Source: an optimization exercise on an open RTL-to-GDS flow (aim: small area, a short achievable clock period and few clock cycles per item). Production flows keep margins and buffers that such runs may drop. Where RTL was checked, it was by simulation tests only, not by an equivalence proof against the original. No functional check of the RTL was part of runs 1 and 2.

`design/flow/run.sh`:
```
#!/bin/bash
# synth_recipe.tcl (not shown) runs the flow's synth.tcl, then flattens the netlist and writes it again
# the make line also repeats each setting of config.mk as NAME=value (left out here)
make -C /OpenROAD-flow-scripts/flow DESIGN_CONFIG=/design/flow/config.mk WORK_HOME=/design/flow/orfs CLKGATE_MAP_FILE= SYNTH_SCRIPT=/design/flow/synth_recipe.tcl finish
```
`design/flow/constraint.sdc`:
```
create_clock -name core_clock -period 10.0 [get_ports {clk}]
set_input_delay 2.0000 -clock core_clock [delete_from_list [all_inputs] [get_ports {clk}]]
set_output_delay 2.0000 -clock core_clock [all_outputs]
set_load 0.01 [all_outputs]
```
`design/flow/design.v`:
```
module sha256_stream (
    input  wire         clk,
    input  wire         rst,           
    input  wire         in_valid,
    output wire         in_ready,
    input  wire [63:0]  in_data,
    input  wire         in_last,
    input  wire [3:0]   in_nbytes,     
    output wire         out_valid,
    input  wire         out_ready,
    output wire [255:0] out_digest
);
    integer i;
    reg [31:0] w [0:15];               
    reg [31:0] a, b, c, d, e, f, g, hk;
    reg [31:0] h [0:7];                
    reg [3:0]  q;                      
    reg        running;                
    reg [5:0]  t;                      
    reg        upd_pending;            
    reg        umode;                  
    reg        blk_first, blk_last;    
    reg [3:0]  m;                      
    reg        pend_first, pend_last;  
    reg        ended;                  
    reg        marker;                 
    reg        fresh;                  
    reg [60:0] nbytes;                 
    reg        ov;                     
    reg [31:0] kn;
    always @(*) begin
        case (t)
            6'd63: kn = 32'h428a2f98; 6'd0:  kn = 32'h71374491;
            6'd1:  kn = 32'hb5c0fbcf; 6'd2:  kn = 32'he9b5dba5;
            6'd3:  kn = 32'h3956c25b; 6'd4:  kn = 32'h59f111f1;
            6'd5:  kn = 32'h923f82a4; 6'd6:  kn = 32'hab1c5ed5;
            6'd7:  kn = 32'hd807aa98; 6'd8:  kn = 32'h12835b01;
            6'd9:  kn = 32'h243185be; 6'd10: kn = 32'h550c7dc3;
            6'd11: kn = 32'h72be5d74; 6'd12: kn = 32'h80deb1fe;
            6'd13: kn = 32'h9bdc06a7; 6'd14: kn = 32'hc19bf174;
            6'd15: kn = 32'he49b69c1; 6'd16: kn = 32'hefbe4786;
            6'd17: kn = 32'h0fc19dc6; 6'd18: kn = 32'h240ca1cc;
            6'd19: kn = 32'h2de92c6f; 6'd20: kn = 32'h4a7484aa;
            6'd21: kn = 32'h5cb0a9dc; 6'd22: kn = 32'h76f988da;
            6'd23: kn = 32'h983e5152; 6'd24: kn = 32'ha831c66d;
            6'd25: kn = 32'hb00327c8; 6'd26: kn = 32'hbf597fc7;
            6'd27: kn = 32'hc6e00bf3; 6'd28: kn = 32'hd5a79147;
            6'd29: kn = 32'h06ca6351; 6'd30: kn = 32'h14292967;
            6'd31: kn = 32'h27b70a85; 6'd32: kn = 32'h2e1b2138;
            6'd33: kn = 32'h4d2c6dfc; 6'd34: kn = 32'h53380d13;
            6'd35: kn = 32'h650a7354; 6'd36: kn = 32'h766a0abb;
            6'd37: kn = 32'h81c2c92e; 6'd38: kn = 32'h92722c85;
            6'd39: kn = 32'ha2bfe8a1; 6'd40: kn = 32'ha81a664b;
            6'd41: kn = 32'hc24b8b70; 6'd42: kn = 32'hc76c51a3;
            6'd43: kn = 32'hd192e819; 6'd44: kn = 32'hd6990624;
            6'd45: kn = 32'hf40e3585; 6'd46: kn = 32'h106aa070;
            6'd47: kn = 32'h19a4c116; 6'd48: kn = 32'h1e376c08;
            6'd49: kn = 32'h2748774c; 6'd50: kn = 32'h34b0bcb5;
            6'd51: kn = 32'h391c0cb3; 6'd52: kn = 32'h4ed8aa4a;
            6'd53: kn = 32'h5b9cca4f; 6'd54: kn = 32'h682e6ff3;
            6'd55: kn = 32'h748f82ee; 6'd56: kn = 32'h78a5636f;
            6'd57: kn = 32'h84c87814; 6'd58: kn = 32'h8cc70208;
            6'd59: kn = 32'h90befffa; 6'd60: kn = 32'ha4506ceb;
            6'd61: kn = 32'hbef9a3f7; default: kn = 32'hc67178f2;
        endcase
    end
    wire [1:0] k = q[1:0];
    reg [31:0] iva, ive;
    always @(*) begin
        case (k)
            2'd0:    begin iva = 32'ha54ff53a; ive = 32'h5be0cd19; end
            2'd1:    begin iva = 32'h3c6ef372; ive = 32'h1f83d9ab; end
            2'd2:    begin iva = 32'hbb67ae85; ive = 32'h9b05688c; end
            default: begin iva = 32'h6a09e667; ive = 32'h510e527f; end
        endcase
    end
    wire [31:0] s1  = {e[5:0], e[31:6]} ^ {e[10:0], e[31:11]} ^ {e[24:0], e[31:25]};
    wire [31:0] ch  = (e & f) ^ (~e & g);
    wire [31:0] s0  = {a[1:0], a[31:2]} ^ {a[12:0], a[31:13]} ^ {a[21:0], a[31:22]};
    wire [31:0] maj = (a & b) | (c & (a | b));
    wire [31:0] x1 = hk ^ s1 ^ ch;
    wire [31:0] c1 = (hk & s1) | (ch & (hk | s1));
    wire [31:0] y1 = {c1[30:0], 1'b0};
    wire [31:0] x2 = x1 ^ y1 ^ d;
    wire [31:0] c2 = (x1 & y1) | (d & (x1 | y1));
    wire [31:0] e_rnd = x2 + {c2[30:0], 1'b0};
    wire [31:0] x3 = x1 ^ y1 ^ s0;
    wire [31:0] c3 = (x1 & y1) | (s0 & (x1 | y1));
    wire [31:0] y3 = {c3[30:0], 1'b0};
    wire [31:0] x4 = x3 ^ y3 ^ maj;
    wire [31:0] c4 = (x3 & y3) | (maj & (x3 | y3));
    wire [31:0] a_rnd = x4 + {c4[30:0], 1'b0};
    wire [31:0] ss0 = {w[1][6:0], w[1][31:7]} ^ {w[1][17:0], w[1][31:18]} ^ (w[1] >> 3);
    wire [31:0] ss1 = {w[14][16:0], w[14][31:17]} ^ {w[14][18:0], w[14][31:19]} ^ (w[14] >> 10);
    wire [31:0] wx1 = ss1 ^ w[9] ^ ss0;
    wire [31:0] wc1 = (ss1 & w[9]) | (ss0 & (ss1 | w[9]));
    wire [31:0] wy1 = {wc1[30:0], 1'b0};
    wire [31:0] wx2 = wx1 ^ wy1 ^ w[0];
    wire [31:0] wc2 = (wx1 & wy1) | (w[0] & (wx1 | wy1));
    wire [31:0] w_new;
    sha256_stream_bk #(.W(32), .LG(5)) u_add_w (.x(wx2), .y({wc2[30:0], 1'b0}), .s(w_new));
    wire win0    = (k == 2'd0);
    wire upd_now = win0 ? (upd_pending && !ov && !running) : umode;
    wire ldiv    = pend_first && (upd_now || !upd_pending);
    wire start   = (q == 4'd15) && !running && (m == 4'd8) && (upd_now || !upd_pending);
    wire kw_en   = (running && t != 6'd63) || start;
    wire [31:0] kk = kw_en ? kn : 32'd0;
    wire [31:0] ww = kw_en ? w[1] : 32'd0;
    wire [31:0] hx = g ^ kk ^ ww;
    wire [31:0] hc = (g & kk) | (ww & (g | kk));
    wire [31:0] hop_a = upd_now ? (blk_first ? iva : h[3]) : 32'd0;
    wire [31:0] hop_e = upd_now ? (blk_first ? ive : h[7]) : 32'd0;
    wire [31:0] sum_a, sum_e, hk_sum;
    sha256_stream_bk #(.W(32), .LG(5)) u_add_sa (.x(hop_a), .y(d), .s(sum_a));
    sha256_stream_bk #(.W(32), .LG(5)) u_add_se (.x(hop_e), .y(hk), .s(sum_e));
    sha256_stream_bk #(.W(32), .LG(5)) u_add_hk (.x(hx), .y({hc[30:0], 1'b0}), .s(hk_sum));
    reg [63:0] last_beat;
    always @(*) begin
        for (i = 0; i < 8; i = i + 1) begin
            if (i < in_nbytes)
                last_beat[8*i +: 8] = in_data[8*i +: 8];
            else if (i == in_nbytes)
                last_beat[8*i +: 8] = 8'h80;
            else
                last_beat[8*i +: 8] = 8'h00;
        end
    end
    wire [63:0] data_beat = in_last ? last_beat : in_data;
    wire [63:0] bitlen  = {nbytes, 3'b000};
    wire        len_beat = marker && (m == 4'd7);
    wire [31:0] pad_lo = len_beat ? bitlen[63:32] : marker ? 32'd0 : 32'h80000000;
    wire [31:0] pad_hi = len_beat ? bitlen[31:0]  : 32'd0;
    wire [31:0] dat_lo = {data_beat[7:0],   data_beat[15:8],  data_beat[23:16], data_beat[31:24]};
    wire [31:0] dat_hi = {data_beat[39:32], data_beat[47:40], data_beat[55:48], data_beat[63:56]};
    wire slot_ok = (q == {m[2:0], 1'b0}) && !m[3] && (!running || t >= 6'd48);
    assign in_ready = slot_ok && !ended;
    wire take  = in_ready && in_valid;
    wire wr    = take || (slot_ok && ended);
    wire [31:0] beat_lo = ended ? pad_lo : dat_lo;
    wire [31:0] beat_hi = ended ? pad_hi : dat_hi;
    wire freeze = (q == 4'd0) && !running && !upd_pending && (m == 4'd0) && pend_first && !wr;
    wire [60:0] nb_cur = fresh ? 61'd0 : nbytes;
    wire [3:0]  nb_inc = !take ? 4'd0 : in_last ? in_nbytes : 4'd8;
    wire [3:0]  nb_lo  = {1'b0, nb_cur[2:0]} + nb_inc;
    wire [63:0] nb_hi;
    sha256_stream_bk #(.W(64), .LG(6)) u_add_nb (.x({6'd0, nb_cur[60:3]}), .y({63'd0, nb_lo[3]}), .s(nb_hi));
    wire [60:0] nb_next = {nb_hi[57:0], nb_lo[2:0]};
    assign out_valid = ov;
    genvar gj;
    generate
        for (gj = 0; gj < 8; gj = gj + 1) begin : g_out
            assign out_digest[32*gj +: 32] = {h[gj][7:0], h[gj][15:8], h[gj][23:16], h[gj][31:24]};
        end
    endgenerate
    always @(posedge clk) begin
        for (i = 1; i < 15; i = i + 1)
            w[i] <= w[i + 1];
        w[0]  <= wr ? beat_hi : w[1];
        w[15] <= wr ? beat_lo : (running && t < 6'd48) ? w_new : w[0];
        a  <= running ? a_rnd : (ldiv ? iva : sum_a);
        b  <= a;
        c  <= b;
        d  <= c;
        e  <= running ? e_rnd : (ldiv ? ive : sum_e);
        f  <= e;
        g  <= f;
        hk <= hk_sum;
        if (upd_now && !running) begin
            h[0] <= sum_a; h[1] <= h[0]; h[2] <= h[1]; h[3] <= h[2];
            h[4] <= sum_e; h[5] <= h[4]; h[6] <= h[5]; h[7] <= h[6];
        end
        nbytes <= nb_next[60:0];
    end
    always @(posedge clk) begin
        if (rst) begin
            q           <= 4'd0;
            running     <= 1'b0;
            t           <= 6'd63;
            upd_pending <= 1'b0;
            umode       <= 1'b0;
            m           <= 4'd0;
            pend_first  <= 1'b1;
            pend_last   <= 1'b0;
            ended       <= 1'b0;
            marker      <= 1'b0;
            fresh       <= 1'b1;
            ov          <= 1'b0;
        end else begin
            umode <= upd_now;
            if (start)
                q <= 4'd12;
            else if (!freeze)
                q <= q + 4'd1;
            if (running) begin
                if (t != 6'd63)
                    t <= t + 6'd1;
                else begin
                    running     <= 1'b0;
                    upd_pending <= 1'b1;
                end
            end else if (start) begin
                running <= 1'b1;
                t       <= 6'd0;
            end
            if (upd_now && !running && k == 2'd3) begin
                upd_pending <= 1'b0;
                if (blk_last)
                    ov <= 1'b1;
            end else if (ov && out_ready) begin
                ov <= 1'b0;
            end
            if (wr) begin
                m <= m + 4'd1;
                if (take) begin
                    fresh <= 1'b0;
                    if (in_last) begin
                        ended  <= 1'b1;
                        marker <= (in_nbytes != 4'd8);
                    end
                end else if (len_beat) begin
                    pend_last <= 1'b1;
                    ended     <= 1'b0;
                    marker    <= 1'b0;
                    fresh     <= 1'b1;
                end else begin
                    marker <= 1'b1;
                end
            end
            if (start) begin
                blk_first  <= pend_first;
                blk_last   <= pend_last;
                pend_first <= pend_last;
                pend_last  <= 1'b0;
                m          <= 4'd0;
            end
        end
    end
endmodule
module sha256_stream_bk #(parameter W = 32, parameter LG = 5) (
    input  wire [W-1:0] x,
    input  wire [W-1:0] y,
    output wire [W-1:0] s
);
    localparam NL = 2 * LG - 1;
    function [W-1:0] opmask;
        input integer l;
        integer i, sp;
        begin
            sp = (l < LG) ? (1 << l) : (1 << (NL - 1 - l));
            for (i = 0; i < W; i = i + 1)
                opmask[i] = (l < LG) ? (((i + 1) % (2 * sp)) == 0)
                                     : ((((i + 1) % (2 * sp)) == sp) && i >= 2 * sp);
        end
    endfunction
    genvar l;
    generate
        for (l = 0; l < NL; l = l + 1) begin : lvl
            localparam integer SP = (l < LG) ? (1 << l) : (1 << (NL - 1 - l));
            localparam [W-1:0] M = opmask(l);
            wire [W-1:0] gi, pi_, go, po;
            if (l == 0) begin : first
                assign gi  = x & y;
                assign pi_ = x ^ y;
            end else begin : next
                assign gi  = lvl[l-1].go;
                assign pi_ = lvl[l-1].po;
            end
            assign go = gi | (M & pi_ & (gi << SP));
            assign po = pi_ & (~M | (pi_ << SP));
        end
    endgenerate
    assign s = (x ^ y) ^ {lvl[NL-1].go[W-2:0], 1'b0};
endmodule
```
`design/flow/config.mk`:
```
export PLATFORM = sky130hd
export DESIGN_NAME = sha256_stream
export DESIGN_NICKNAME = sha256_stream
export VERILOG_FILES = /design/flow/design.v
export SDC_FILE = /design/flow/constraint.sdc
export NUM_CORES = 4
export LEC_CHECK = 0
export CAP_MARGIN = 20
export CORE_MARGIN = 2
export CORE_UTILIZATION = 40
export SETUP_SLACK_MARGIN = 5
export SLEW_MARGIN = 20
```
==> flow_metrics.py, run 1 <==
metrics = {
    "outcome": {
        "status": "complete, no violations",
    },
    "synthesis": {
        "yosysUniqueCellTypes": 80,
        "synth_top_cells_by_count": "884 x dfxtp_1, 328 x inv_1, 279 x nor2_1",
        "synth_top_area_share_pct": 35.2,
        "syn_avg_cell_area_um2": 11.4,
        "seq_area_frac_synth_pct": 50.6,
        "ys_warn_count": 3,
        "netlist_instances": 4396,
        "synth_most_common_cell": "dfxtp_1",
        "synth_edf_count": 258,
        "yosysTopAreaCell": "dfxtp_1",
        "netlist_area_um2": 50300,
        "async_flop_share_pct": 0,
        "syn-num-nets": 4992,
        "synth.area.top_cells": "dfxtp_1 35%, edfxtp_1 15%, fa_1 11%",
        "ys_ff_latch": 1142,
        "synth-main-ff-cell": "dfxtp_1",
    },
    "critical_path": {
        "endpoint_kind": "flop",
        "crit_type": "reg2reg",
        "critPathMaxFanout": 6,
        "worstPathRequired_ps": 10680,
        "setup.worst_path.start_class": "flop",
        "crit_buf_inv": 4,
        "cp_top_family": "compound AO/OA/AOI/OAI gates",
        "critPathArrivalTime_ps": 6070,
        "cpPeakStageDelay_ps": 580,
        "crit_chain": "inv_4 -> ha_4 -> nor3b_4 -> o311a_4 -> nor2_4 -> buf_12 -> buf_4 -> nor2b_4 -> fa_1 -> ha_4 -> a2111oi_4 -> nor2_1 -> a221oi_2 -> buf_4 -> a21oi_4 -> a31o_4 -> a211o_1 -> a41o_1 -> o41a_1 -> fa_2 -> xor2_1 -> xnor2_1 -> xnor2_1",
        "cp_slowest_cell": "fa_1",
    },
    "global_route": {
        "antenna_found_initial": 6,
        "grt_util_met2_pct": 41.6,
        "grt_pass1_vias": 34700,
        "grt_max_degree": 86,
        "grtUsageTotal_pct": 24.9,
        "use_met1_pct": 31.8,
        "overflow": 0,
        "grt_use_met3_pct": 3.66,
        "gr-max-usage-layer": "met2",
        "grt_pass1_wl_mm": 234,
    },
    "sta": {
        "final-setup-viol-count": 0,
        "worst_slew_pin_slew_ps": 1080,
        "finalCritPeriodShare_pct": 53.9,
        "max_slew_margin_pct": 28.0,
        "period_needed_ps": 5390,
        "maxSlewViolCount": 0,
        "fin_skew_ps": 57.1,
        "rsz0062_at_grt": "yes",
        "tns_ps": 0,
        "max_clock_freq_ghz": 0.185,
        "finalHoldViolations": 0,
    },
    "cts": {
        "htreeDepth": 3,
        "worstSkewPairLatency_ps": 770,
        "cts.reportedPaths.clkPinSlew_ps": 70,
        "clockRootBuffer": "clkbuf_16",
        "clock_sinks": 1142,
        "cts_tree": "built",
        "numCtsBuffers": 117,
        "clock_path_buffers": 3,
    },
    "finish": {
        "stdcell_count": 6589,
        "nFillCells": 11200,
        "synthToLayoutAreaGrowth_pct": 23.7,
        "drive_gt1_share_pct": 13.4,
        "nets": 5431,
    },
    "floorplan": {
        "dieArea_um2": 129000,
        "die_width_um": 359,
        "die_h_um": 359,
        "pin_count": 331,
        "core_um2": 125000,
        "num_rows": 130,
        "start_util_pct": 40.1,
    },
    "placement": {
        "dp_hpwl_mm": 120,
        "finalWeightedCongestion": 0.959,
        "dp.cells": 6252,
        "portBuffers": 330,
    },
    "detailed_routing": {
        "routed_wl_mm": 162,
        "post_drt_wl_per_cell_um": 24.6,
        "firstDrtPassIters": 5,
        "drt_iter0_markers": 3042,
        "vias": 34900,
        "vias_per_cell": 5.29,
        "ant_nets": 0,
        "drc": 0,
    },
    "flow_run": {
        "cap_violations": 0,
    },
    "min_path": {
        "holdCritPathClass": "reg2reg",
    },
}
-- cells in the final DEF (no fill, tap or decap), types with 126 or more instances in the layout --
master | Yosys | routed
clkdlybuf4s50_1 | 0 | 325
a21oi_1 | 269 | 252
fa_1 | 278 | 257
nand2_1 | 190 | 185
inv_1 | 328 | 322
ha_1 | 245 | 214
nor2_1 | 279 | 259
edfxtp_1 | 258 | 258
o21ai_0 | 153 | 132
xnor2_1 | 277 | 243
xor2_1 | 127 | 126
dfxtp_1 | 884 | 824
-- flip-flops by register name, summed over array words and instances, names as in the netlist, 32 cells and up --
register  flops
c            32
hk           32
b            32
w           512
h           256
e            32
g            32
kn           32
d            32
f            32
a            32
nbytes       61
-- worst paths after layout --
| check | depth (start not counted) | slack, ps | from | end |
|---|---|---|---|---|
| setup / recovery | 23 | 4610 | q[1]$_SDFFE_PP0N_ | hk[31]$_DFF_P_ |
| hold / removal | 0 | 300 | w[6][1]$_DFF_P_ | w[5][1]$_DFF_P_ |
| setup reg to reg | 23 | 4610 | q[1]$_SDFFE_PP0N_ | hk[31]$_DFF_P_ |
| hold reg to reg | 0 | 300 | w[6][1]$_DFF_P_ | w[5][1]$_DFF_P_ |
-- per-stage QoR --
step | util (%) | cell area [um^2] | worst slack, ps | hold slack (ps)
global placement | 44.3 | 55500 | 3470 | 310
global route | 49.6 | 62200 | 4420 | 319
CTS | 48.8 | 61100 | 4580 | 302
finish | 49.6 | 62200 | 4610 | 296
floorplan | - | 50500 | 4430 | 310
detailed placement | 44.3 | 55500 | 3330 | 312
-- routing by layer --
metal  wire length [um]  up-vias
li1                   -    16000
met1              66700    17300
met2              77600     1303
met3               8970      334
met4               8850        2
met5                 13        -
-- layout make-up --
cell class / instances / area [um^2] / share of cell area [%]
diodes: 1 / 2.50 / 0.00403
multi-input cells: 2767 / 24400 / 39.3
inverters: 329 / 1240 / 2.00
clock buffers: 163 / 3310 / 5.32
repair buffers: 478 / 4740 / 7.62
flip-flops and latches: 1142 / 25600 / 41.1
well taps: 1650 / 2060 / 3.32
clock inverters: 59 / 802 / 1.29
-- worst register-to-register path, stage by stage, from the launching register on --
cell       delay, ps
dfxtp_4          390
inv_4             60
ha_4             170
nor3b_4          150
o311a_4          340
nor2_4           190
buf_12           160
buf_4            130
nor2b_4           50
fa_1             580
ha_4             250
a2111oi_4        300
nor2_1           100
a221oi_2         250
buf_4            180
a21oi_4           60
a31o_4           250
a211o_1          270
a41o_1           240
o41a_1           390
fa_2             340
xor2_1           180
xnor2_1          170
xnor2_1          130
-- logic make-up (layout without fill, tap and decap cells) --
logic type	count (synthesis)	count (layout)	synth area share, %
xor+xnor	404	404	7.04
compound gates	879	879	11.3
fa+ha+maj	540	540	17.5
other cells	0	1	0
simple gates	900	900	8.93
flops	1142	1142	50.6
buf+inv	487	1029	3.68
mux	44	44	0.908
-- repair_timing --
item,CTS,global route
setup endpoints to repair,159,65
gates resized for setup,227,160
endpoints found under the hold margin,0,0
gates cloned,6,1
pin swaps,82,96
hold buffers,0,0
buffers inserted,66,41
==> run 2, diff against run 1 <==
--- a/design/flow/config.mk
+++ b/design/flow/config.mk
@@ -8,5 +8,4 @@
 export CAP_MARGIN = 20
 export CORE_MARGIN = 2
 export CORE_UTILIZATION = 40
-export SETUP_SLACK_MARGIN = 5
 export SLEW_MARGIN = 20
==> run 2 against run 1 <==
  * Sequential share of layout area up 1.6 points
  * Largest cell class unchanged
  * Die area unchanged
  * Critical endpoint is now nbytes[60]$_DFF_P_
  * Cell count down 1.6%
  * Hold slack worse by 15 ps
  * First-iteration DRC count down 4.1%
  * Register-to-register slack worse by 1400 ps
  * Maximum frequency down 20%
==> flow_metrics.py, run 2 <==
metrics = {
    "placement": {
        "dp_hpwl_mm": 121,
        "pre_cts_slack_ps": 2760,
        "finalWeightedCongestion": 0.943,
        "portBuffers": 330,
    },
    "cts": {
        "cts_resized": 0,
        "cts_setup_buffers": 0,
        "clockRootBuffer": "clkbuf_16",
        "cts_tree": "built",
        "cts.reportedPaths.clkPinSlew_ps": 60,
        "clock_path_buffers": 3,
        "numCtsBuffers": 118,
        "cts_hold_buffers": 0,
        "clock_sinks": 1142,
        "worstSkewPairLatency_ps": 770,
        "htreeDepth": 3,
    },
    "sta": {
        "hold_slack_ps": 281,
        "worst_slew_pin_slew_ps": 1080,
        "fin_ws_ps": 3250,
        "fin_skew_ps": 65.7,
        "max_clock_freq_ghz": 0.148,
        "maxSlewViolCount": 0,
        "finalHoldViolations": 0,
        "final-setup-viol-count": 0,
        "finalCritPeriodShare_pct": 67.5,
        "rsz0062_at_grt": "no",
        "tns_ps": 0,
        "period_needed_ps": 6750,
        "max_slew_margin_pct": 28.2,
    },
    "detailed_routing": {
        "drt_iter0_markers": 2918,
        "vias": 34100,
        "post_drt_wl_per_cell_um": 24.2,
        "routed_wl_mm": 157,
        "vias_per_cell": 5.25,
        "firstDrtPassIters": 5,
        "drc": 0,
        "ant_nets": 0,
    },
    "floorplan": {
        "num_rows": 130,
        "start_util_pct": 40.1,
        "dieArea_um2": 129000,
        "core_um2": 125000,
        "die_width_um": 359,
        "pin_count": 331,
        "die_h_um": 359,
    },
    "finish": {
        "drive_gt1_share_pct": 6.21,
        "synthToLayoutAreaGrowth_pct": 18.5,
        "largest_register_ffs": 512,
        "reg_top3": "w x512, h x256, nbytes x61",
        "top_register": "w",
        "final_cell_mix": "882 x dfxtp_1, 330 x clkdlybuf4s50_1, 326 x inv_1",
        "layout_commonest_cell": "dfxtp_1",
        "utilization_pct": 47.6,
        "nets": 5323,
    },
    "synthesis": {
        "yosysTopAreaCell": "dfxtp_1",
        "seq_area_frac_synth_pct": 50.6,
        "synth_top_area_share_pct": 35.2,
        "synth_top_cells_by_count": "884 x dfxtp_1, 328 x inv_1, 279 x nor2_1",
        "yosysUniqueCellTypes": 80,
        "synth_most_common_cell": "dfxtp_1",
        "netlist_instances": 4396,
        "synth_edf_count": 258,
        "synth.area.top_cells": "dfxtp_1 35%, edfxtp_1 15%, fa_1 11%",
        "netlist_area_um2": 50300,
        "ys_ff_latch": 1142,
        "async_flop_share_pct": 0,
        "syn_avg_cell_area_um2": 11.4,
        "synth-main-ff-cell": "dfxtp_1",
        "syn-num-nets": 4992,
        "ys_warn_count": 3,
    },
    "critical_path": {
        "crit_type": "reg2reg",
        "critPathArrivalTime_ps": 7420,
        "crit_buf_inv": 1,
        "cp_slowest_cell": "nand4_1",
        "cp_top_family": "simple AND/OR/NAND/NOR gates",
        "critPathMaxFanout": 56,
        "worstPathRequired_ps": 10670,
        "endpoint_kind": "flop",
        "setup.worst_path.start_class": "flop",
        "cp_common_cell": "ha_1",
        "cpPeakStageDelay_ps": 690,
    },
    "global_route": {
        "grt_pass1_vias": 34100,
        "overflow": 0,
        "antenna_found_initial": 7,
        "grtUsageTotal_pct": 24.2,
        "grt_max_degree": 159,
        "grt_pass1_wl_mm": 227,
    },
    "flow_run": {
        "cap_violations": 0,
    },
    "outcome": {
        "status": "complete, no violations",
    },
    "min_path": {
        "holdCritPathClass": "reg2reg",
    },
}
## run 2: cell counts after synthesis
Identical to the previous run, type by type.
## run 2: routing by layer
| layer | share of wire [%] | GRT usage (%) | up-vias |
|---|---|---|---|
| met5 | 0.017 | 0 | - |
| met4 | 5.0 | 11.7 | 4 |
| met3 | 5.5 | 3.23 | 309 |
| met2 | 47 | 40.2 | 1246 |
| met1 | 42 | 31.2 | 16800 |
| li1 | - | - | 15700 |
## run 2: layout make-up
cell class,count,area [um^2]
fill,11500,65700
sequential,1142,25400
multi-input combinational,2767,23000
timing repair buffer,369,3610
clock buffer,155,3300
tap,1650,2060
inverter,329,1230
clock inverter,69,872
antenna,2,5.00
## run 2: logic make-up after synthesis
logic type,count (synthesis),synth area share [%]
AOI/OAI and AO/OA,879,11.3
xor gates and xnor gates,404,7.04
adders and majority gates,540,17.5
buffers and inverters,487,3.68
DFF,1142,50.6
muxes,44,0.908
and+or+nand+nor,900,8.93
## run 2: through the flow
step                      instance area, um^2  std cells
after floorplan                         50300       4396
after global placement                  55400       6257
after detailed placement                55400       6257
after CTS                               59600       6481
after global routing                    59600       6481
final                                   59600       6483
## run 2: worst register-to-register path: stages, from the launching register on
cell and delay [ps]:
dfxtp_1 410, nand2_1 100, nand2_2 80, buf_4 500
nand4_1 700, nor2_1 360, nand2_1 180, nor2_1 170
and2_1 200, ha_1 250, a21o_1 180, a21oi_1 180
xnor2_1 140, ha_1 170, ha_1 230, nand4b_4 120
nand4bb_4 240, or4_4 640, nor4_4 350, nand3_2 130
or3_4 440, nor4_4 300, and3_1 210, and3_1 170
ha_1 160, xnor2_1 110
## run 2: worst paths after layout
path / startpoint / to / cells after the start / slack, ps
setup / recovery: t[4]$_SDFFE_PP1P_ / nbytes[60]$_DFF_P_ / 25 / 3250
hold / removal: w[5][6]$_DFF_P_ / w[4][6]$_DFF_P_ / 0 / 280
hold reg to reg: w[5][6]$_DFF_P_ / w[4][6]$_DFF_P_ / 0 / 280
setup reg to reg: t[4]$_SDFFE_PP1P_ / nbytes[60]$_DFF_P_ / 25 / 3250
==> run 3, diff against run 2 <==
--- a/design/flow/design.v
+++ b/design/flow/design.v
@@ -78,42 +78,21 @@
     wire [31:0] ch  = (e & f) ^ (~e & g);
     wire [31:0] s0  = {a[1:0], a[31:2]} ^ {a[12:0], a[31:13]} ^ {a[21:0], a[31:22]};
     wire [31:0] maj = (a & b) | (c & (a | b));
-    wire [31:0] x1 = hk ^ s1 ^ ch;
-    wire [31:0] c1 = (hk & s1) | (ch & (hk | s1));
-    wire [31:0] y1 = {c1[30:0], 1'b0};
-    wire [31:0] x2 = x1 ^ y1 ^ d;
-    wire [31:0] c2 = (x1 & y1) | (d & (x1 | y1));
-    wire [31:0] e_rnd = x2 + {c2[30:0], 1'b0};
-    wire [31:0] x3 = x1 ^ y1 ^ s0;
-    wire [31:0] c3 = (x1 & y1) | (s0 & (x1 | y1));
-    wire [31:0] y3 = {c3[30:0], 1'b0};
-    wire [31:0] x4 = x3 ^ y3 ^ maj;
-    wire [31:0] c4 = (x3 & y3) | (maj & (x3 | y3));
-    wire [31:0] a_rnd = x4 + {c4[30:0], 1'b0};
+    wire [31:0] t1  = hk + s1 + ch;
+    wire [31:0] a_rnd = t1 + s0 + maj;
+    wire [31:0] e_rnd = d + t1;
     wire [31:0] ss0 = {w[1][6:0], w[1][31:7]} ^ {w[1][17:0], w[1][31:18]} ^ (w[1] >> 3);
     wire [31:0] ss1 = {w[14][16:0], w[14][31:17]} ^ {w[14][18:0], w[14][31:19]} ^ (w[14] >> 10);
-    wire [31:0] wx1 = ss1 ^ w[9] ^ ss0;
-    wire [31:0] wc1 = (ss1 & w[9]) | (ss0 & (ss1 | w[9]));
-    wire [31:0] wy1 = {wc1[30:0], 1'b0};
-    wire [31:0] wx2 = wx1 ^ wy1 ^ w[0];
-    wire [31:0] wc2 = (wx1 & wy1) | (w[0] & (wx1 | wy1));
-    wire [31:0] w_new;
-    sha256_stream_bk #(.W(32), .LG(5)) u_add_w (.x(wx2), .y({wc2[30:0], 1'b0}), .s(w_new));
+    wire [31:0] w_new = ss1 + w[9] + ss0 + w[0];
     wire win0    = (k == 2'd0);
     wire upd_now = win0 ? (upd_pending && !ov && !running) : umode;
     wire ldiv    = pend_first && (upd_now || !upd_pending);
     wire start   = (q == 4'd15) && !running && (m == 4'd8) && (upd_now || !upd_pending);
     wire kw_en   = (running && t != 6'd63) || start;
-    wire [31:0] kk = kw_en ? kn : 32'd0;
-    wire [31:0] ww = kw_en ? w[1] : 32'd0;
-    wire [31:0] hx = g ^ kk ^ ww;
-    wire [31:0] hc = (g & kk) | (ww & (g | kk));
     wire [31:0] hop_a = upd_now ? (blk_first ? iva : h[3]) : 32'd0;
     wire [31:0] hop_e = upd_now ? (blk_first ? ive : h[7]) : 32'd0;
-    wire [31:0] sum_a, sum_e, hk_sum;
-    sha256_stream_bk #(.W(32), .LG(5)) u_add_sa (.x(hop_a), .y(d), .s(sum_a));
-    sha256_stream_bk #(.W(32), .LG(5)) u_add_se (.x(hop_e), .y(hk), .s(sum_e));
-    sha256_stream_bk #(.W(32), .LG(5)) u_add_hk (.x(hx), .y({hc[30:0], 1'b0}), .s(hk_sum));
+    wire [31:0] sum_a = hop_a + d;
+    wire [31:0] sum_e = hop_e + hk;
     reg [63:0] last_beat;
     always @(*) begin
         for (i = 0; i < 8; i = i + 1) begin
@@ -139,12 +118,6 @@
     wire [31:0] beat_lo = ended ? pad_lo : dat_lo;
     wire [31:0] beat_hi = ended ? pad_hi : dat_hi;
     wire freeze = (q == 4'd0) && !running && !upd_pending && (m == 4'd0) && pend_first && !wr;
-    wire [60:0] nb_cur = fresh ? 61'd0 : nbytes;
-    wire [3:0]  nb_inc = !take ? 4'd0 : in_last ? in_nbytes : 4'd8;
-    wire [3:0]  nb_lo  = {1'b0, nb_cur[2:0]} + nb_inc;
-    wire [63:0] nb_hi;
-    sha256_stream_bk #(.W(64), .LG(6)) u_add_nb (.x({6'd0, nb_cur[60:3]}), .y({63'd0, nb_lo[3]}), .s(nb_hi));
-    wire [60:0] nb_next = {nb_hi[57:0], nb_lo[2:0]};
     assign out_valid = ov;
     genvar gj;
     generate
@@ -164,12 +137,13 @@
         e  <= running ? e_rnd : (ldiv ? ive : sum_e);
         f  <= e;
         g  <= f;
-        hk <= hk_sum;
+        hk <= g + (kw_en ? kn : 32'd0) + (kw_en ? w[1] : 32'd0);
         if (upd_now && !running) begin
             h[0] <= sum_a; h[1] <= h[0]; h[2] <= h[1]; h[3] <= h[2];
             h[4] <= sum_e; h[5] <= h[4]; h[6] <= h[5]; h[7] <= h[6];
         end
-        nbytes <= nb_next[60:0];
+        if (take)
+            nbytes <= (fresh ? 61'd0 : nbytes) + (in_last ? {57'd0, in_nbytes} : 61'd8);
     end
     always @(posedge clk) begin
         if (rst) begin
@@ -236,38 +210,3 @@
         end
     end
 endmodule
-module sha256_stream_bk #(parameter W = 32, parameter LG = 5) (
-    input  wire [W-1:0] x,
-    input  wire [W-1:0] y,
-    output wire [W-1:0] s
-);
-    localparam NL = 2 * LG - 1;
-    function [W-1:0] opmask;
-        input integer l;
-        integer i, sp;
-        begin
-            sp = (l < LG) ? (1 << l) : (1 << (NL - 1 - l));
-            for (i = 0; i < W; i = i + 1)
-                opmask[i] = (l < LG) ? (((i + 1) % (2 * sp)) == 0)
-                                     : ((((i + 1) % (2 * sp)) == sp) && i >= 2 * sp);
-        end
-    endfunction
-    genvar l;
-    generate
-        for (l = 0; l < NL; l = l + 1) begin : lvl
-            localparam integer SP = (l < LG) ? (1 << l) : (1 << (NL - 1 - l));
-            localparam [W-1:0] M = opmask(l);
-            wire [W-1:0] gi, pi_, go, po;
-            if (l == 0) begin : first
-                assign gi  = x & y;
-                assign pi_ = x ^ y;
-            end else begin : next
-                assign gi  = lvl[l-1].go;
-                assign pi_ = lvl[l-1].po;
-            end
-            assign go = gi | (M & pi_ & (gi << SP));
-            assign po = pi_ & (~M | (pi_ << SP));
-        end
-    endgenerate
-    assign s = (x ^ y) ^ {lvl[NL-1].go[W-2:0], 1'b0};
-endmodule
==> run 3 against run 2 <==
  * Still clean
  * Utilization down 0.19 points
  * Wire length up 5.3%
  * Clock skew rose by 6.0 ps
  * Global-route usage is 0.27 points higher
  * Synthesized area up 3.3%
  * Register-to-register slack got worse by 530 ps
  * Die area is 3.3% higher
  * First-iteration DRC count up 23%
  * Critical path depth up 2
  * Non-clock buffer count is 4 higher
  * Highest routed layer unchanged
==> flow_metrics.py, run 3 <==
metrics = {
    "global_route": {
        "gr-max-usage-layer": "met2",
        "grt_max_degree": 168,
        "grt_util_met2_pct": 38.0,
        "grtUsageTotal_pct": 24.5,
        "grt_use_met3_pct": 3.64,
        "overflow": 0,
        "grt_pass1_vias": 36200,
        "grt_pass1_wl_mm": 240,
        "use_met1_pct": 34.3,
        "antenna_found_initial": 13,
    },
    "critical_path": {
        "cp_top_family": "compound AO/OA/AOI/OAI gates",
        "cp_slowest_cell": "a211oi_1",
        "crit_path_start": "e[12]$_DFF_P_",
        "setup.worst_path.start_class": "flop",
        "cp_common_cell": "a21oi_1",
        "worstPathRequired_ps": 10590,
        "cpPeakStageDelay_ps": 580,
        "r2r-end": "a[30]$_DFF_P_",
        "endpoint_kind": "flop",
        "r2r_slack_ps": 2730,
        "critPathMaxFanout": 6,
        "reg2reg_from": "e[12]$_DFF_P_",
        "critPathArrivalTime_ps": 7860,
        "reg2regPathDepth": 27,
        "crit_buf_inv": 2,
        "crit_type": "reg2reg",
        "cp.depth": 27,
    },
    "synthesis": {
        "netlist_area_um2": 51900,
        "seq_area_frac_synth_pct": 50.2,
        "synth_most_common_cell": "dfxtp_1",
        "ys_warn_count": 3,
        "synth_top_area_share_pct": 31.7,
        "async_flop_share_pct": 0,
        "syn_avg_cell_area_um2": 10.9,
        "ys_ff_latch": 1142,
        "synth.area.top_cells": "dfxtp_1 32%, edfxtp_1 18%, fa_1 6.2%",
        "yosysUniqueCellTypes": 101,
        "syn-num-nets": 5226,
        "synth_top_cells_by_count": "823 x dfxtp_1, 360 x a21oi_1, 353 x xnor2_1",
        "netlist_instances": 4745,
        "yosysTopAreaCell": "dfxtp_1",
        "synth-main-ff-cell": "dfxtp_1",
        "synth_edf_count": 319,
    },
    "floorplan": {
        "core_um2": 129000,
        "die_width_um": 364,
        "dieArea_um2": 133000,
        "start_util_pct": 40.2,
        "num_rows": 132,
        "pin_count": 331,
        "die_h_um": 364,
    },
    "detailed_routing": {
        "ant_nets": 0,
        "drt_iter0_markers": 3594,
        "post_drt_wl_per_cell_um": 23.9,
        "firstDrtPassIters": 5,
        "routed_wl_mm": 165,
        "drc": 0,
        "vias_per_cell": 5.47,
        "vias": 37700,
    },
    "finish": {
        "top_register": "w",
        "nets": 5529,
        "synthToLayoutAreaGrowth_pct": 17.8,
        "reg_top3": "w x512, h x256, nbytes x61",
        "largest_register_ffs": 512,
        "drive_gt1_share_pct": 6.00,
        "final_cell_mix": "821 x dfxtp_1, 359 x a21oi_1, 353 x xnor2_1",
        "nFillCells": 11900,
        "stdcell_count": 6892,
        "layout_commonest_cell": "dfxtp_1",
        "utilization_pct": 47.4,
    },
    "sta": {
        "period_needed_ps": 7270,
        "fin_skew_ps": 71.7,
        "rsz0062_at_grt": "no",
        "tns_ps": 0,
        "worst_slew_pin_slew_ps": 1060,
        "maxSlewViolCount": 0,
        "final-setup-viol-count": 0,
        "hold_slack_ps": 295,
        "finalHoldViolations": 0,
        "max_clock_freq_ghz": 0.138,
        "max_slew_margin_pct": 29.5,
        "finalCritPeriodShare_pct": 72.7,
    },
    "cts": {
        "cts_setup_buffers": 0,
        "numCtsBuffers": 118,
        "clock_sinks": 1142,
        "clock_path_buffers": 3,
        "cts.reportedPaths.clkPinSlew_ps": 60,
        "htreeDepth": 3,
        "worstSkewPairLatency_ps": 780,
        "cts_tree": "built",
        "cts_resized": 0,
        "cts_hold_buffers": 0,
        "clockRootBuffer": "clkbuf_16",
    },
    "min_path": {
        "min_to": "w[1][30]$_DFF_P_",
        "holdCritPathClass": "reg2reg",
        "hold_start": "w[2][30]$_DFF_P_",
        "whs_path_depth": 0,
    },
    "placement": {
        "dp_hpwl_mm": 126,
        "finalWeightedCongestion": 0.942,
        "portBuffers": 330,
        "dp.cells": 6669,
    },
    "flow_run": {
        "cap_violations": 0,
    },
    "outcome": {
        "status": "complete, no violations",
    },
}
==> run 3: through the flow <==
stage / setup slack (ps) / area, um^2
4_1_cts: 2810 / 61200
3_5_place_dp: 2940 / 57000
2_1_floorplan: 1430 / 51900
6_report: 2730 / 61200
5_1_grt: 2380 / 61200
3_3_place_gp: 2940 / 57000
==> run 3: kinds of logic (layout without fill, tap and decap cells) <==
kind of cell | Yosys count | after routing | synth area share (%)
compound gates | 1182 | 1182 | 14.9
xor+xnor | 506 | 506 | 8.56
fa+ha+maj | 431 | 431 | 12.6
buf+inv | 385 | 788 | 2.96
flops | 1142 | 1142 | 50.2
mux | 41 | 41 | 0.819
other cells | 0 | 2 | 0
simple gates | 1058 | 1058 | 10.0
==> run 3: layout make-up <==
cell class,count,area (um^2),share of cell area [%]
multi-input combinational,3218,24400,39.9
sequential,1142,26100,42.6
inverter,195,732,1.20
clock inverter,71,950,1.55
clock buffer,149,3220,5.26
tap,1742,2180,3.56
antenna,2,5.00,0.00818
timing repair buffer,373,3640,5.94
==> run 3: worst register-to-register path: stages (launching register included) <==
cell and delay (ps):
dfxtp_1 460, xor2_1 250, xnor2_1 160, fa_1 510
inv_1 40, ha_1 210, fa_1 480, a211oi_1 250
nor2_1 100, o31ai_1 460, or2b_1 280, a21oi_1 220
o21bai_1 90, a21oi_1 170, xnor2_1 210, fa_1 480
ha_1 390, and3_1 240, a221o_1 320, a21oi_1 170
o31ai_1 110, buf_4 170, a21o_1 180, a211oi_1 580
o31ai_1 120, a21oi_1 190, xor2_1 160, o21ai_0 80
==> run 3: worst max path at each step <==
| stage | slack (ps) | to |
|---|---|---|
| global route | 2380 | a[30]$_DFF_P_ |
| global placement | 2940 | a[30]$_DFF_P_ |
| detailed placement | 2940 | a[30]$_DFF_P_ |
| CTS | 2810 | a[30]$_DFF_P_ |
| floorplan | 1430 | upd_pending$_SDFFE_PP0P_ |
| finish | 2730 | a[30]$_DFF_P_ |
==> run 3: per-layer routing <==
metal | vias up | wire length [um]
li1 | 17400 | -
met4 | 6 | 6580
met3 | 299 | 11900
met5 | - | 40
met2 | 1525 | 73200
met1 | 18400 | 73400
Testbench counts of run 3, summed over its fixed seeds: cycles 154,972, bytes 137,133.

-- static timing again, ports no longer ideal --
The results above use ideal ports. As a check the final layouts listed here were re-extracted and re-timed, cells and wires unchanged. Step 1: set_driving_cell puts a clkbuf_16 on clk and a buf_2 on each other input, an assumption about the parent block. Step 2 moves the port delays by t, midway between the first and last clock arrival at a register: inputs arrive t later, outputs are due t later. That takes back most of the time a late clock gives input paths. a / b / c = ideal ports / drivers / drivers and shift; a / b = the first two.
run	t, ns	slack for setup (ns)	hold slack, ns	worst setup path at the end	slew at the worst register clock pin (ns)
run 1	0.816	4.606 / 4.606 / 4.183	0.296 / 0.296 / 0.296	input to register	0.07 / 0.07
run 2	0.807	3.255 / 3.255 / 2.761	0.281 / 0.281 / 0.281	input to register	0.07 / 0.07
run 3	0.828	2.729 / 2.729 / 2.729	0.295 / 0.295 / 0.295	register to register	0.07 / 0.07
After both steps every run listed still meets setup and hold. For run 2, which loses most, drivers alone change the setup slack by 0.000 ns; drivers and shift together by -0.494 ns.
